What follows belongs to an exercise in optimizing a design on an open flow for small area, a short achievable clock period and few clock cycles per item; a production flow would make more cautious choices.
Function was checked by simulation only, so behaviour that the tests miss may differ from the original.

==> flow/design.v <==
module lle_round (
    input                    s,
    input  signed [12:0]     e,
    input         [63:0]     m,
    output reg    [31:0]     f
);
    integer i;
    reg        [6:0]   k;        
    reg signed [13:0]  ex;       
    reg signed [13:0]  sh;       
    reg signed [13:0]  nsh;
    reg        [127:0] w;
    reg        [63:0]  mant;
    reg                g, st;
    reg        [7:0]   ef;
    reg        [30:0]  pk;
    always @* begin
        w   = 128'b0;
        nsh = 14'sd0;
        k   = 7'd0;
        for (i = 0; i < 64; i = i + 1)
            if (m[i]) k = i[6:0];
        ex = e + $signed({7'b0, k});
        if (ex >= -126) begin
            sh = $signed({7'b0, k}) - 14'sd23;
            ef = ex[7:0] + 8'd127;
        end else begin
            sh = -14'sd149 - e;
            ef = 8'd0;
        end
        if (sh > 0) begin
            w    = {m, 64'b0} >> ((sh > 127) ? 7'd127 : sh[6:0]);
            mant = w[127:64];
            g    = w[63];
            st   = |w[62:0];
        end else begin
            nsh  = -sh;
            mant = m << ((nsh > 63) ? 6'd63 : nsh[5:0]);
            g    = 1'b0;
            st   = 1'b0;
        end
        pk = {ef, mant[22:0]} + {30'b0, g & (st | mant[0])};
        if (m == 64'b0)
            f = {s, 31'b0};
        else if (ex >= 128)
            f = {s, 8'hFF, 23'b0};
        else
            f = {s, pk};
    end
endmodule
module lle_fadd (
    input  [31:0] a,
    input  [31:0] b,
    output [31:0] y
);
    wire a_nan = (a[30:23] == 8'hFF) && (a[22:0] != 0);
    wire b_nan = (b[30:23] == 8'hFF) && (b[22:0] != 0);
    wire a_inf = (a[30:23] == 8'hFF) && (a[22:0] == 0);
    wire b_inf = (b[30:23] == 8'hFF) && (b[22:0] == 0);
    wire        swap = b[30:0] > a[30:0];
    wire [31:0] x    = swap ? b : a;
    wire [31:0] z    = swap ? a : b;
    wire [7:0]  xe   = (x[30:23] == 0) ? 8'd1 : x[30:23];
    wire [7:0]  ze   = (z[30:23] == 0) ? 8'd1 : z[30:23];
    wire [23:0] xm   = {x[30:23] != 0, x[22:0]};
    wire [23:0] zm   = {z[30:23] != 0, z[22:0]};
    wire [7:0]  d    = xe - ze;
    wire        sub  = x[31] ^ z[31];
    wire [99:0] zw    = {zm, 76'b0} >> ((d > 99) ? 7'd99 : d[6:0]);
    wire [49:0] za    = {zw[99:51], zw[50] | (|zw[49:0])};
    wire [50:0] sum   = sub ? ({1'b0, xm, 26'b0} - {1'b0, za}) : ({1'b0, xm, 26'b0} + {1'b0, za});
    wire        zsign = sub ? 1'b0 : x[31];
    wire        rs    = (sum == 0) ? zsign : x[31];
    wire [31:0] r;
    lle_round u_round (
        .s (rs),
        .e ($signed({5'b0, xe}) - 13'sd176),
        .m ({13'b0, sum}),
        .f (r)
    );
    assign y = (a_nan || b_nan || (a_inf && b_inf && (a[31] != b[31]))) ? 32'h7FC00000 :
               a_inf ? a :
               b_inf ? b :
               r;
endmodule
module lle_fmul (
    input  [31:0] a,
    input  [31:0] b,
    output [31:0] y
);
    wire a_nan  = (a[30:23] == 8'hFF) && (a[22:0] != 0);
    wire b_nan  = (b[30:23] == 8'hFF) && (b[22:0] != 0);
    wire a_inf  = (a[30:23] == 8'hFF) && (a[22:0] == 0);
    wire b_inf  = (b[30:23] == 8'hFF) && (b[22:0] == 0);
    wire a_zero = a[30:0] == 0;
    wire b_zero = b[30:0] == 0;
    wire s      = a[31] ^ b[31];
    wire [23:0] am = {a[30:23] != 0, a[22:0]};
    wire [23:0] bm = {b[30:23] != 0, b[22:0]};
    wire signed [12:0] ae = (a[30:23] == 0) ? -13'sd149 : $signed({5'b0, a[30:23]}) - 13'sd150;
    wire signed [12:0] be = (b[30:23] == 0) ? -13'sd149 : $signed({5'b0, b[30:23]}) - 13'sd150;
    wire [47:0] pm = am * bm;
    wire [31:0] r;
    lle_round u_round (
        .s (s),
        .e (ae + be),
        .m ({16'b0, pm}),
        .f (r)
    );
    assign y = (a_nan || b_nan || (a_inf && b_zero) || (b_inf && a_zero)) ? 32'h7FC00000 :
               (a_inf || b_inf) ? {s, 8'hFF, 23'b0} :
               r;
endmodule
module lle_fdiv (
    input             clk,
    input             rst,
    input             start,
    input      [31:0] a,
    input      [31:0] b,
    output reg        done,
    output reg [31:0] y
);
    localparam IDLE = 2'd0, ITER = 2'd1, FIN = 2'd2;
    integer i;
    reg [1:0]  state;
    reg [24:0] rem;
    reg [23:0] dv;
    reg [26:0] q;
    reg [4:0]  cnt;
    reg        sgn;
    reg signed [12:0] qe;
    wire a_nan  = (a[30:23] == 8'hFF) && (a[22:0] != 0);
    wire b_nan  = (b[30:23] == 8'hFF) && (b[22:0] != 0);
    wire a_inf  = (a[30:23] == 8'hFF) && (a[22:0] == 0);
    wire b_inf  = (b[30:23] == 8'hFF) && (b[22:0] == 0);
    wire a_zero = a[30:0] == 0;
    wire b_zero = b[30:0] == 0;
    wire s      = a[31] ^ b[31];
    reg [23:0] am, bm;
    reg [4:0]  al, bl;
    always @* begin
        al = 5'd0;
        bl = 5'd0;
        for (i = 0; i < 24; i = i + 1) begin
            if ({a[30:23] != 0, a[22:0]} >> i != 0) al = 5'd23 - i[4:0];
            if ({b[30:23] != 0, b[22:0]} >> i != 0) bl = 5'd23 - i[4:0];
        end
        am = {a[30:23] != 0, a[22:0]} << al;
        bm = {b[30:23] != 0, b[22:0]} << bl;
    end
    wire signed [12:0] ae = ((a[30:23] == 0) ? -13'sd149 : $signed({5'b0, a[30:23]}) - 13'sd150) - $signed({8'b0, al});
    wire signed [12:0] be = ((b[30:23] == 0) ? -13'sd149 : $signed({5'b0, b[30:23]}) - 13'sd150) - $signed({8'b0, bl});
    wire [31:0] r;
    lle_round u_round (
        .s (sgn),
        .e (qe),
        .m ({36'b0, q, rem != 0}),
        .f (r)
    );
    always @(posedge clk) begin
        done <= 1'b0;
        if (rst) begin
            state <= IDLE;
        end else begin
            case (state)
                IDLE: if (start) begin
                    if (a_nan || b_nan || (a_inf && b_inf) || (a_zero && b_zero)) begin
                        y     <= 32'h7FC00000;
                        done  <= 1'b1;
                    end else if (a_inf || b_zero) begin
                        y     <= {s, 8'hFF, 23'b0};
                        done  <= 1'b1;
                    end else if (a_zero || b_inf) begin
                        y     <= {s, 31'b0};
                        done  <= 1'b1;
                    end else begin
                        rem   <= {1'b0, am};
                        dv    <= bm;
                        q     <= 27'b0;
                        cnt   <= 5'd26;
                        sgn   <= s;
                        qe    <= ae - be - 13'sd27;
                        state <= ITER;
                    end
                end
                ITER: begin
                    if (rem >= {1'b0, dv}) begin
                        q   <= {q[25:0], 1'b1};
                        rem <= (rem - {1'b0, dv}) << 1;
                    end else begin
                        q   <= {q[25:0], 1'b0};
                        rem <= rem << 1;
                    end
                    cnt <= cnt - 5'd1;
                    if (cnt == 0) state <= FIN;
                end
                FIN: begin
                    y     <= r;
                    done  <= 1'b1;
                    state <= IDLE;
                end
                default: state <= IDLE;
            endcase
        end
    end
endmodule
module loop_law (
    input             clk,
    input             rst,
    input             start,
    output            ready,
    output reg        done,
    input             en,           
    input             sign,         
    input             track,        
    input             bank,         
    input             rec_ecc,      
    input             rights_ok,    
    input      [15:0] age_max,
    input      [15:0] period,
    input      [31:0] out_min,
    input      [31:0] out_max,
    input      [31:0] rate,
    input      [31:0] kp_a,
    input      [31:0] ki_a,
    input      [31:0] kd_a,
    input      [31:0] kp_b,
    input      [31:0] ki_b,
    input      [31:0] kd_b,
    input      [31:0] shape,
    input      [31:0] pv_value,
    input      [31:0] pv_status,
    input      [31:0] sp_value,
    input      [31:0] sp_status,
    input      [31:0] out_value,
    input      [31:0] out_status,
    input      [31:0] iprev_i,
    input      [31:0] dprev_i,
    input      [31:0] yprev_i,
    input      [31:0] uprev_i,
    input      [31:0] flags_i,
    output reg [3:0]  code,         
    output reg        wr,           
    output reg [31:0] iprev_o,
    output reg [31:0] dprev_o,
    output reg [31:0] yprev_o,
    output reg [31:0] uprev_o,
    output reg [31:0] flags_o,
    output reg [31:0] fe_o          
);
    function f_lt;   
        input [31:0] a, b;
        begin
            if ((a[30:23] == 8'hFF && a[22:0] != 0) || (b[30:23] == 8'hFF && b[22:0] != 0))
                f_lt = 1'b0;
            else if (a[30:0] == 0 && b[30:0] == 0)
                f_lt = 1'b0;
            else if (a[31] != b[31])
                f_lt = a[31];
            else if (a[31])
                f_lt = a[30:0] > b[30:0];
            else
                f_lt = a[30:0] < b[30:0];
        end
    endfunction
    function f_eq;
        input [31:0] a, b;
        f_eq = (a == b) || (a[30:0] == 0 && b[30:0] == 0);
    endfunction
    function [31:0] f_min;   
        input [31:0] x, y;
        f_min = f_lt(y, x) ? y : x;
    endfunction
    function [31:0] f_max;
        input [31:0] x, y;
        f_max = f_lt(x, y) ? y : x;
    endfunction
    function finite;
        input [31:0] a;
        finite = a[30:23] != 8'hFF;
    endfunction
    function [31:0] plus0;   
        input [31:0] a;
        plus0 = (a[30:0] == 0) ? 32'h0 : a;
    endfunction
    function [31:0] u2f;
        input [15:0] v;
        input [7:0]  sc;
        integer j;
        reg [4:0] msb;
        reg [23:0] mm;
        begin
            msb = 5'd0;
            for (j = 0; j < 16; j = j + 1)
                if (v[j]) msb = j[4:0];
            mm = {8'b0, v} << (5'd23 - msb);
            if (v == 0)
                u2f = 32'h0;
            else
                u2f = {1'b0, 8'd127 + {3'b0, msb} - sc, mm[22:0]};
        end
    endfunction
    localparam [31:0] F_100 = 32'h42C80000;
    localparam [31:0] F_255 = 32'h437F0000;
    wire [31:0] kp = bank ? kp_b : kp_a;
    wire [31:0] ki = bank ? ki_b : ki_a;
    wire [31:0] kd = bank ? kd_b : kd_a;
    wire [7:0]  bw = bank ? shape[23:16] : shape[7:0];
    wire [7:0]  df = bank ? shape[31:24] : shape[15:8];
    wire [31:0] y = pv_value;
    wire [31:0] r = sp_value;
    wire init_f    = flags_i[0];
    wire restart_f = flags_i[1];
    wire bump_f    = flags_i[2];
    wire pv_ok  = (pv_status[2:0] == 3'd1) || (pv_status[2:0] == 3'd3);
    wire sp_ok  = (sp_status[2:0] == 3'd1) || (sp_status[2:0] == 3'd3);
    wire out_ok = (out_status[2:0] == 3'd1) || (out_status[2:0] == 3'd3);
    wire age_bad = (age_max != 0) && (pv_status[31:16] > age_max);
    reg [3:0] pre_code;
    always @* begin
        if (!en)              pre_code = 4'h9;
        else if (rec_ecc)     pre_code = 4'h8;
        else if (!rights_ok)  pre_code = 4'h6;
        else if (!pv_ok)      pre_code = 4'h3;
        else if (age_bad)     pre_code = 4'h4;
        else if (!sp_ok)      pre_code = 4'h5;
        else                  pre_code = 4'hF;
    end
    localparam M_EVAL = 2'd0, M_INIT = 2'd1, M_TRACK = 2'd2;
    wire [1:0] mode = (track && out_status[7:4] != 4'hF && out_ok) ? M_TRACK :
                      init_f ? M_INIT : M_EVAL;
    wire [31:0] a_f  = u2f({8'b0, df}, 8'd8);
    wire [31:0] ca_f = u2f(16'd256 - {8'b0, df}, 8'd8);
    wire [31:0] v0    = f_min(f_max(out_value, out_min), out_max);
    wire [31:0] u0    = out_ok ? v0 : out_min;
    wire [31:0] vsel  = (mode == M_INIT) ? u0 : v0;
    localparam [4:0]
        S_H    = 5'd0,    
        S_B    = 5'd1,    
        S_RMY  = 5'd2,    
        S_BR   = 5'd3,    
        S_EP   = 5'd4,    
        S_P    = 5'd5,    
        S_DIN  = 5'd6,    
        S_KDD  = 5'd7,    
        S_DRAW = 5'd8,    
        S_AD   = 5'd9,    
        S_CAD  = 5'd10,   
        S_D    = 5'd11,   
        S_UMP  = 5'd12,   
        S_IB   = 5'd13,   
        S_KIH  = 5'd14,   
        S_INC  = 5'd15,   
        S_IC   = 5'd16,   
        S_DEL  = 5'd17,   
        S_UPD  = 5'd18,   
        S_UMD  = 5'd19,   
        S_T1   = 5'd20,   
        S_UR1  = 5'd21,   
        S_T2   = 5'd22,   
        S_UR2  = 5'd23,   
        S_X    = 5'd24,   
        S_IT   = 5'd25,   
        S_FIN  = 5'd26,
        S_IDLE = 5'd31;
    reg [4:0] step;
    reg       div_busy;
    reg [31:0] h, b, rmy, br, ep, p, din, kdd, draw, ad, cad, d, ump, ib;
    reg [31:0] kih, inc, icand, delta, upd, umd, t1, uraw1, t2, uraw2, x, itr;
    wire [31:0] e     = {rmy[31] ^ sign, rmy[30:0]};
    wire [31:0] iprev = bump_f ? ib : iprev_i;
    wire [31:0] dsel  = (mode == M_INIT) ? 32'h0 : d;
    wire [31:0] hi    = f_min(out_max, upd);
    wire [31:0] lo    = f_max(out_min, umd);
    function [4:0] next_step;
        input [4:0] s;
        input [1:0] md;
        begin
            next_step = s + 5'd1;
            case (md)
                M_INIT: case (s)
                    S_H:   next_step = S_B;
                    S_P:   next_step = S_X;
                    default: ;
                endcase
                M_TRACK: if (s == S_D) next_step = S_X;
                default: if (s == S_UR2) next_step = S_FIN;
            endcase
        end
    endfunction
    reg  [31:0] add_a, add_b, mul_a, mul_b, div_a, div_b;
    wire [31:0] add_y, mul_y, div_y;
    wire        div_done;
    always @* begin
        add_a = 32'h0; add_b = 32'h0;
        mul_a = 32'h0; mul_b = 32'h0;
        div_a = 32'h0; div_b = 32'h0;
        case (step)
            S_H:    begin div_a = u2f(period, 8'd0);        div_b = F_100; end
            S_B:    begin div_a = u2f({8'b0, bw}, 8'd0);    div_b = F_255; end
            S_RMY:  begin add_a = r;       add_b = {~y[31], y[30:0]}; end
            S_BR:   begin mul_a = b;       mul_b = r; end
            S_EP:   begin add_a = br;      add_b = {~y[31], y[30:0]}; end
            S_P:    begin mul_a = kp;      mul_b = ep; end
            S_DIN:  begin add_a = yprev_i; add_b = {~y[31], y[30:0]}; end
            S_KDD:  begin mul_a = kd;      mul_b = din; end
            S_DRAW: begin div_a = kdd;     div_b = h; end
            S_AD:   begin mul_a = a_f;     mul_b = dprev_i; end
            S_CAD:  begin mul_a = ca_f;    mul_b = draw; end
            S_D:    begin add_a = ad;      add_b = cad; end
            S_UMP:  begin add_a = uprev_i; add_b = {~p[31], p[30:0]}; end
            S_IB:   begin add_a = ump;     add_b = {~d[31], d[30:0]}; end
            S_KIH:  begin mul_a = ki;      mul_b = h; end
            S_INC:  begin mul_a = kih;     mul_b = e; end
            S_IC:   begin add_a = iprev;   add_b = inc; end
            S_DEL:  begin mul_a = rate;    mul_b = h; end
            S_UPD:  begin add_a = uprev_i; add_b = delta; end
            S_UMD:  begin add_a = uprev_i; add_b = {~delta[31], delta[30:0]}; end
            S_T1:   begin add_a = p;       add_b = icand; end
            S_UR1:  begin add_a = t1;      add_b = d; end
            S_T2:   begin add_a = p;       add_b = iprev; end
            S_UR2:  begin add_a = t2;      add_b = d; end
            S_X:    begin add_a = vsel;    add_b = {~p[31], p[30:0]}; end
            S_IT:   begin add_a = x;       add_b = {~dsel[31], dsel[30:0]}; end
            default: ;
        endcase
    end
    wire div_go = !div_busy && (step == S_H || step == S_B || step == S_DRAW);
    lle_fadd u_add (.a(add_a), .b(add_b), .y(add_y));
    lle_fmul u_mul (.a(mul_a), .b(mul_b), .y(mul_y));
    lle_fdiv u_div (.clk(clk), .rst(rst), .start(div_go), .a(div_a), .b(div_b),
                    .done(div_done), .y(div_y));
    wire crossed  = f_lt(hi, lo);
    wire up_above = f_lt(out_max, uprev_i);
    wire up_below = f_lt(uprev_i, out_min);
    wire inc_nz   = inc[30:0] != 0;
    wire held     = crossed ||
                    (f_lt(hi, uraw1) && f_lt(32'h0, inc)) ||
                    (f_lt(uraw1, lo) && f_lt(inc, 32'h0));
    wire [31:0] inew_e  = held ? iprev : icand;
    wire [31:0] uraw_f  = (held && !crossed) ? uraw2 : uraw1;
    wire [31:0] u_e     = plus0(crossed ? (up_above ? umd : upd) : f_min(f_max(uraw_f, lo), hi));
    wire lim_hi   = crossed ? up_above : f_lt(hi, uraw_f);
    wire lim_lo   = crossed ? up_below : f_lt(uraw_f, lo);
    wire rate_lim = (f_eq(u_e, upd) || f_eq(u_e, umd)) &&
                    (crossed || (f_lt(out_min, u_e) && f_lt(u_e, out_max)));
    wire frozen   = held && inc_nz;
    wire [31:0] u_i = plus0(u0);
    reg        num_ok;
    always @* begin
        case (mode)
            M_EVAL:  num_ok = finite(p) && finite(d) && finite(inew_e) && finite(uraw_f) && finite(u_e);
            M_INIT:  num_ok = finite(p) && finite(itr) && finite(u_i);
            default: num_ok = finite(p) && finite(d) && finite(itr);
        endcase
    end
    wire [15:0] holds_inc = (flags_i[31:16] == 16'hFFFF) ? 16'hFFFF : flags_i[31:16] + 16'd1;
    assign ready = (step == S_IDLE);
    always @(posedge clk) begin
        done <= 1'b0;
        if (rst) begin
            step     <= S_IDLE;
            div_busy <= 1'b0;
        end else if (step == S_IDLE) begin
            if (start) begin
                if (pre_code != 4'hF) begin
                    code    <= pre_code;
                    wr      <= 1'b0;
                    iprev_o <= iprev_i;
                    dprev_o <= dprev_i;
                    yprev_o <= yprev_i;
                    uprev_o <= uprev_i;
                    fe_o    <= 32'h0;
                    if (pre_code == 4'h9)
                        flags_o <= {flags_i[31:12], 4'h9, flags_i[7:0]};
                    else
                        flags_o <= {holds_inc, flags_i[15:12], pre_code, flags_i[7:2],
                                    flags_i[1] | !init_f, flags_i[0]};
                    done <= 1'b1;
                end else begin
                    step <= (mode == M_INIT) ? S_B : S_H;
                end
            end
        end else if (step == S_FIN) begin
            wr      <= 1'b0;
            iprev_o <= iprev_i;
            dprev_o <= dprev_i;
            yprev_o <= yprev_i;
            uprev_o <= uprev_i;
            fe_o    <= {1'b0, rmy[30:0]};
            if (!num_ok) begin
                code    <= 4'h7;
                flags_o <= {holds_inc, flags_i[15:12], 4'h7, flags_i[7:2],
                            flags_i[1] | !init_f, flags_i[0]};
            end else begin
                code    <= {2'b0, mode};
                yprev_o <= y;
                flags_o[31:16] <= init_f ? 16'h0 : flags_i[31:16];
                flags_o[15:12] <= flags_i[15:12];
                flags_o[11:8]  <= {2'b0, mode};
                flags_o[7:4]   <= (mode == M_EVAL) ? {rate_lim, lim_lo, lim_hi, frozen} : 4'h0;
                flags_o[3]     <= bank;
                flags_o[2:0]   <= 3'b0;
                case (mode)
                    M_EVAL: begin
                        wr      <= 1'b1;
                        iprev_o <= inew_e;
                        dprev_o <= d;
                        uprev_o <= u_e;
                    end
                    M_INIT: begin
                        wr      <= 1'b1;
                        iprev_o <= itr;
                        dprev_o <= 32'h0;
                        uprev_o <= u_i;
                    end
                    default: begin
                        iprev_o <= itr;
                        dprev_o <= d;
                        uprev_o <= v0;
                    end
                endcase
            end
            done <= 1'b1;
            step <= S_IDLE;
        end else if (step == S_H || step == S_B || step == S_DRAW) begin
            if (div_go) begin
                div_busy <= 1'b1;
            end else if (div_done) begin
                div_busy <= 1'b0;
                case (step)
                    S_H:     h    <= div_y;
                    S_B:     b    <= div_y;
                    default: draw <= div_y;
                endcase
                step <= next_step(step, mode);
            end
        end else begin
            case (step)
                S_RMY:  rmy   <= add_y;
                S_BR:   br    <= mul_y;
                S_EP:   ep    <= {add_y[31] ^ sign, add_y[30:0]};
                S_P:    p     <= mul_y;
                S_DIN:  din   <= restart_f ? 32'h0 : {add_y[31] ^ sign, add_y[30:0]};
                S_KDD:  kdd   <= mul_y;
                S_AD:   ad    <= mul_y;
                S_CAD:  cad   <= mul_y;
                S_D:    d     <= add_y;
                S_UMP:  ump   <= add_y;
                S_IB:   ib    <= add_y;
                S_KIH:  kih   <= mul_y;
                S_INC:  inc   <= mul_y;
                S_IC:   icand <= add_y;
                S_DEL:  delta <= mul_y;
                S_UPD:  upd   <= add_y;
                S_UMD:  umd   <= add_y;
                S_T1:   t1    <= add_y;
                S_UR1:  uraw1 <= add_y;
                S_T2:   t2    <= add_y;
                S_UR2:  uraw2 <= add_y;
                S_X:    x     <= add_y;
                S_IT:   itr   <= add_y;
                default: ;
            endcase
            step <= (step == S_IT) ? S_FIN : next_step(step, mode);
        end
    end
endmodule
==> flow/run.sh <==
#!/bin/bash
# synth_recipe.tcl (not shown) runs the flow's synth.tcl, then flattens the netlist and writes it again
# the make line also repeats each setting of config.mk as NAME=value (left out here)
make -C /OpenROAD-flow-scripts/flow DESIGN_CONFIG=/design/flow/config.mk WORK_HOME=/design/flow/orfs CLKGATE_MAP_FILE= SYNTH_SCRIPT=/design/flow/synth_recipe.tcl finish
==> flow/config.mk <==
export PLATFORM = sky130hd
export DESIGN_NAME = loop_law
export DESIGN_NICKNAME = loop_law
export VERILOG_FILES = /design/flow/design.v
export SDC_FILE = /design/flow/constraint.sdc
export NUM_CORES = 4
export LEC_CHECK = 0
export CAP_MARGIN = 20
export CORE_MARGIN = 2
export CORE_UTILIZATION = 40
export PLACE_DENSITY = 0.6
export SLEW_MARGIN = 20
==> flow/constraint.sdc <==
create_clock -name core_clock -period 35.0 [get_ports {clk}]
set_input_delay 7.0000 -clock core_clock [delete_from_list [all_inputs] [get_ports {clk}]]
set_output_delay 7.0000 -clock core_clock [all_outputs]
set_load 0.01 [all_outputs]
==> results_dict.tcl <==
set metrics [dict create \
    worst_slack_ps 1340 \
    worstPathMaxFanout 13 \
    max_freq_mhz 29.7 \
    wire_length_reported_by_the_detailed_router_um 646000 \
    hold-worst-slack_ps 502 \
    io_pins 912 \
    cts.hold.buffers_added 0 \
    clock_latency_ps 880 \
    final.setup_skew_ps 87.2 \
    gpl.final_weighted_congestion 1.07 \
    drt_first_iter_violations 18444 \
    largest_net_degree_at_the_start_of_global_routing 158 \
    tritoncts "yes" \
    preCtsSetupSlack_ps 1060 \
    yosysSeqAreaShare_pct 28.2 \
    layout.cells.most_common "sky130_fd_sc_hd__nand2_1" \
    synth_cell_types 140 \
    grt_pass1_vias 120961 \
    maxCapViolCount 0 \
    synth.net_count 16308 \
    post_route_drc 0 \
    grt_setup_unrepaired "no" \
    worst_margin_slew_ps 1340 \
    post-synth-top-area-cell "sky130_fd_sc_hd__edfxtp_1" \
    critical_path_buf_inv_count 18 \
    worst-setup-path-type "input pin to flip-flop" \
    cts_buffers 143 \
    synth.yosys.warnings 3 \
    clk_pin_slew_ps 60 \
    die_area_um2 313000 \
    drt-wirelength-per-cell_um 32.0 \
    routed-via-count 128578 \
    antenna_found_initial 87 \
    slew_viol_final 0 \
    setup-violations-final 0 \
    min-delay-path-class "flip-flop to flip-flop" \
    required_time_of_the_critical_path_ps 35580 \
    top_delay_family_on_crit_path "compound AO/OA/AOI/OAI gates" \
    cts.sinks 1164 \
    place.detailed.hpwl_um 513000 \
    area_delta_synth_final_pct 22.6 \
    slowest_delay_ps 680 \
    hold_violations 0 \
    postSynthRegisterBits 1164 \
    timing.final.crit_period_ps 33660 \
    grtUsageTotal_pct 39.7 \
    setup.worst_path.start_class "input pin" \
    clockRootBuffer "sky130_fd_sc_hd__clkbuf_16" \
    netlist_instances 14270 \
    post_synthesis_area_per_instance_um2 8.65 \
    initial_core_util_pct 40.1 \
    placement_rows 204 \
    maxSlewHeadroom_pct 10.6 \
    grt_pass1_wl_um 901000 \
    layout.nets 17930 \
    cp.arrival_ps 34250 \
    proportion_of_layout_cells_with_a_drive_suffix_above_1_pct 13.9 \
    synth-async-reset-ratio_pct 0 \
    ys.flop_type "sky130_fd_sc_hd__edfxtp_1" \
    port_buffers 836 \
    synthTopCellsByArea "sky130_fd_sc_hd__edfxtp_1 (28%), sky130_fd_sc_hd__ha_1 (8.4%), sky130_fd_sc_hd__fa_1 (8.1%)" \
    detail_route.vias_per_cell 6.37 \
    synth_edf_count 1154 \
    htreeDepth 4 \
    grt-ovfl-total 0 \
    critical-path-slowest-cell "sky130_fd_sc_hd__nor4_2" \
    antenna_left 0 \
    die-width_um 560 \
    setup_total_negative_slack_ps 0 \
    final_cell_mix "sky130_fd_sc_hd__nand2_1 (1679), sky130_fd_sc_hd__buf_4 (1359), sky130_fd_sc_hd__edfxtp_1 (1154), sky130_fd_sc_hd__inv_1 (1088), sky130_fd_sc_hd__nor2_1 (1012)" \
    run_status "timing/DRC/antenna clean" \
    end_kind "flip-flop" \
    synth.top_cell.area_share_pct 28.1 \
    syn-cell-area_um2 124000 \
    core_region_area_um2 308000 \
    die_height_um 560 \
    detailedRoute.firstPassIterationCount 10 \
    clk_path_buf_depth 4 \
    final.period_utilization_pct 96.2 \
]
## path summary, 6_finish.rpt
check	from	endpoint	slack, ps	cells past startpoint
setup / recovery	out_min[16]	upd[21]	1340	123
hold / removal	u_div.y[13]	b[13]	500	0
setup reg to reg	step[0]	br[23]	9140	75
hold reg to reg	u_div.y[13]	b[13]	500	0
## synth_stat cells, drive strengths merged (168+ instances only)
cell	n
nand2	1687
edfxtp	1154
nor2	1095
inv	1094
a21oi	921
o21ai	837
ha	826
mux2i	735
clkbuf	614
fa	499
nand3	382
nor3	330
nand4	264
xnor2	261
a22oi	231
nor4	197
a21o	190
mux2	189
nor2b	181
and2	172
buf	168
## stage by stage
stage,std cells,area (um^2),util (%)
2_1_floorplan,14270,124000,-
3_3_place_gp,19855,146000,47.5
3_5_place_dp,19859,146000,47.5
4_1_cts,20117,151000,49.0
5_1_grt,20137,151000,49.1
6_report,20196,151000,49.2
## worst register-to-register path: cells and delay by family (launching register included)
kind            cells  cell delay, ps
compound gates     36           10790
simple gates       15            6200
fa+ha+maj          12            5040
buf+inv             9            2430
xor+xnor            3             580
flops               1             470
## area by class of cell
class / count / area, um^2
clock buffer: 162 / 3690
fill: 29745 / 157000
tap: 4120 / 5150
clock inverter: 96 / 1100
inverter: 1100 / 4130
sequential: 1164 / 34900
multi-input combinational: 11224 / 82500
timing repair buffer: 2259 / 19800
antenna: 71 / 178
## cells by family after synthesis
logic type,Yosys count,synth area share [%]
XOR/XNOR,384,2.74
AO/OA/AOI/OAI,3681,19.9
multiplexers,938,7.94
buffers and inverters,1882,5.90
flip-flops,1164,28.2
AND/OR/NAND/NOR,4895,18.9
adder cells (fa/ha/maj),1325,16.5
other,1,0.00304
## routing by layer
layer	GRT usage, %	up-vias	share of wire (%)
met2	59.5	8743	43
met1	47.3	61941	36
met4	30.9	42	9.3
met3	12.1	1989	12
li1	-	55863	-
met5	0	-	0.10
## timing repair
item                                    4_1_cts  5_1_grt
endpoints found under the setup margin        0      172
buffers inserted                              0        1
resized for setup                             0        3
Testbench counts, summed over its fixed seeds: cycles 228,759, evals 2,400.

[separate check: timing with driven ports]
How much do the figures lean on ideal ports? The routed layout below was timed once more, with nothing changed but the port constraints. Step 1: set_driving_cell puts a clkbuf_16 on clk and a buf_2 on each other input, an assumption about the parent block. Step 2 adds t to the input delays and takes it off the output delays; t is the mean of the earliest and latest rising clock arrival at the registers after step 1. Input paths then give back, and output paths get back, about the clock's delay inside the block. a / b / c = no drivers / after step 1 / after step 2; a / b = the first two.
t (ns): 0.952
setup slack, ns: 1.337 / 1.399 / 0.447
worst setup path after step 2: input to register
latest minus earliest clock arrival (ns): 0.112 / 0.113
pins driven straight from the clock port: 1
After both steps this run still meets setup and hold. For this run, drivers alone change the setup slack by +0.062 ns; drivers and shift together by -0.890 ns.
